What follows belongs to an exercise in optimizing a design on an open flow for small area, a short achievable clock period and few clock cycles per item; a production flow would make more cautious choices. Function was checked by simulation only, so behaviour that the tests miss may differ from the original.

old:
==> flow/design.v (excerpt) <==
module slot_decoder (
    input  wire        clk,
    input  wire        rst,
    input  wire [31:0] ovf_cap,
    input  wire        in_valid,
    output wire        in_ready,
    input  wire [63:0] in_data,
    output reg         out_valid,
    input  wire        out_ready,
    output reg         out_last,
    output wire [2:0]  out_kind,
    output reg  [1:0]  out_row,
    output reg  [3:0]  out_col,
    output reg  [31:0] out_data
);
make LEC_CHECK=0 ABC_AREA=1 CAP_MARGIN=20 CORE_MARGIN=2 CORE_UTILIZATION=45 PLACE_DENSITY=0.65 SETUP_SLACK_MARGIN=5 SLEW_MARGIN=20 finish   # period 10.0 ns
run.sh (not shown) runs the stock make flow with config.mk's settings and CLKGATE_MAP_FILE= SYNTH_SCRIPT=/design/flow/synth_recipe.tcl, a recipe that flattens the netlist after the stock synthesis.
Testbench counts of old, summed over its fixed seeds: cycles 177,687, slots 2,400.
> inputs changed (old -> new)
diff --git a/flow/design.v b/flow/design.v
--- a/flow/design.v
+++ b/flow/design.v
@@ -152,20 +152,16 @@
         nb = 4'd15;
         for (f_i = 14; f_i >= 0; f_i = f_i - 1)
             if (!hd[f_i]) nb = f_i[3:0];
         fz[nb] = 1'b1;
     end
     wire escape = fz[15];
     reg [24:0] s_oh;         
     reg [9:0]  sm;
-    function [9:0] rfast;
-        input [1:0] fm;
-        rfast = (fm == 2'd1) ? 10'h3FF : (fm == 2'd2) ? 10'd1 : 10'd0;
-    endfunction
     integer n_i;
     always @* begin
         s_oh = 25'd0;
         sm   = 10'd0;
         if (zero_len) begin
             s_oh[0] = 1'b1;
         end else if (escape) begin
             s_oh[24] = 1'b1;
@@ -176,17 +172,16 @@
                     s_oh[n_i + 1 + kk] = 1'b1;
                     sm = sm | ((n_i << kk) | ((hd >> (n_i + 1)) & ((10'd1 << kk) - 10'd1)));
                 end
         end
     end
     wire [4:0] s_len = zero_len ? 5'd0 : escape ? 5'd24 : {1'b0, nb} + {2'd0, kk} + 5'd1;
     wire [6:0] s_end = {1'b0, p6} + {2'd0, s_len};
     wire s_over  = (wrem == 3'd0) ? !zero_len : (wrem == 3'd1 && s_end > 7'd64);
-    wire [9:0] s_r = sm[0] ? ~{1'b0, sm[9:1]} : {1'b0, sm[9:1]};
     wire bad_esc = escape && !zero_len && hd[23:15] == 9'h1FF;
     wire dec_go = (st == S_DEC) && hv && avail && rr_free;
     wire s_err  = s_over || bad_esc;
     reg [3:0] f_len;         
     integer c_i;
     always @* begin
         f_len = 4'd0;
         for (c_i = 1; c_i < 13; c_i = c_i + 1)
@@ -293,17 +288,17 @@
         input [9:0] mm;
         input [1:0] pr;
         input [7:0] sd;
         input       ul;
         input       uu;
         reg   [11:0] r, a, b, s;
         reg          chain, avg;
         begin
-            r = {{2{mm[9]}}, mm};
+            r = mm[0] ? ~{3'b000, mm[9:1]} : {3'b000, mm[9:1]};
             chain = (pr != 2'd3) && (ul || (!uu && pr != 2'd1));
             avg   = (pr == 2'd2) && !ul && !uu;
             a = chain ? {4'd0, lf} : {4'd0, (pr == 2'd3) ? sd : up};
             b = avg ? ({4'd0, up} + {r[10:0], 1'b0}) : r;
             s = a + b;
             if (avg) pix = {s[11] | s[10] | s[9], s[8:1]};
             else     pix = {s[11] | s[10] | s[9] | s[8], s[7:0]};
         end
@@ -432,39 +427,39 @@
                     if (k7) begin
                         if (ri == 2'd0) rm0 <= 10'd0;
                         if (ri <= 2'd1) rm1 <= 10'd0;
                         if (ri <= 2'd2) rm2 <= 10'd0;
                         rm3 <= 10'd0;
                     end else begin
                         case (ri)
                         2'd0: begin
-                            rm0 <= rfast(fm0);
-                            if (nz2) rm1 <= rfast(fm1);
-                            if (nz3) rm2 <= rfast(fm2);
-                            if (nz4) rm3 <= rfast(fm3);
+                            rm0 <= {8'd0, fm0};
+                            if (nz2) rm1 <= {8'd0, fm1};
+                            if (nz3) rm2 <= {8'd0, fm2};
+                            if (nz4) rm3 <= {8'd0, fm3};
                         end
                         2'd1: begin
-                            rm1 <= rfast(fm0);
-                            if (nz2) rm2 <= rfast(fm1);
-                            if (nz3) rm3 <= rfast(fm2);
+                            rm1 <= {8'd0, fm0};
+                            if (nz2) rm2 <= {8'd0, fm1};
+                            if (nz3) rm3 <= {8'd0, fm2};
                         end
                         2'd2: begin
-                            rm2 <= rfast(fm0);
-                            if (nz2) rm3 <= rfast(fm1);
+                            rm2 <= {8'd0, fm0};
+                            if (nz2) rm3 <= {8'd0, fm1};
                         end
-                        default: rm3 <= rfast(fm0);
+                        default: rm3 <= {8'd0, fm0};
                         endcase
                     end
                 end else begin
                     case (ri)
-                    2'd0: rm0 <= s_r;
-                    2'd1: rm1 <= s_r;
-                    2'd2: rm2 <= s_r;
-                    default: rm3 <= s_r;
+                    2'd0: rm0 <= sm;
+                    2'd1: rm1 <= sm;
+                    2'd2: rm2 <= sm;
+                    default: rm3 <= sm;
                     endcase
                 end
             end
             if (p_push) begin
                 rr_v  <= 1'b1;
                 rr_t  <= p_t;
                 rr_c  <= cnt;
                 rr_ek <= p_ek;
[summary]
- new against old: fraction of layout instances using a drive strength above 1 now larger; relative slew slack now larger; synthesized area now smaller; final clock period utilization by the worst path now larger; maximum operating frequency now smaller.
Testbench counts of new, summed over its fixed seeds: cycles 177,687, slots 2,400.

[re-timing with driven ports]
In the flow no input, the clock included, has a driving cell. The finished layouts below were timed again as built, in two steps.
Step 1 assumes that a clkbuf_16 drives the clock port and a buf_2 every other input.
Step 2 times the ports against the registers' clock, not the clock port: input delays grow and output delays shrink by t, the midpoint of the rising clock arrivals with the driver on.
Three values: no drivers, after step 1, after step 2; two values: the first two.
run	shift t [ns]	setup slack, ns	clock arrival spread, ns
old	0.711	4.972 / 4.972 / 4.417	0.034 / 0.034
new	0.689	4.825 / 4.825 / 4.229	0.049 / 0.050
After both steps setup and hold are still met in every run listed. The setup slack of new, which loses most, moves by 0.000 ns with the drivers and by -0.596 ns with both steps.
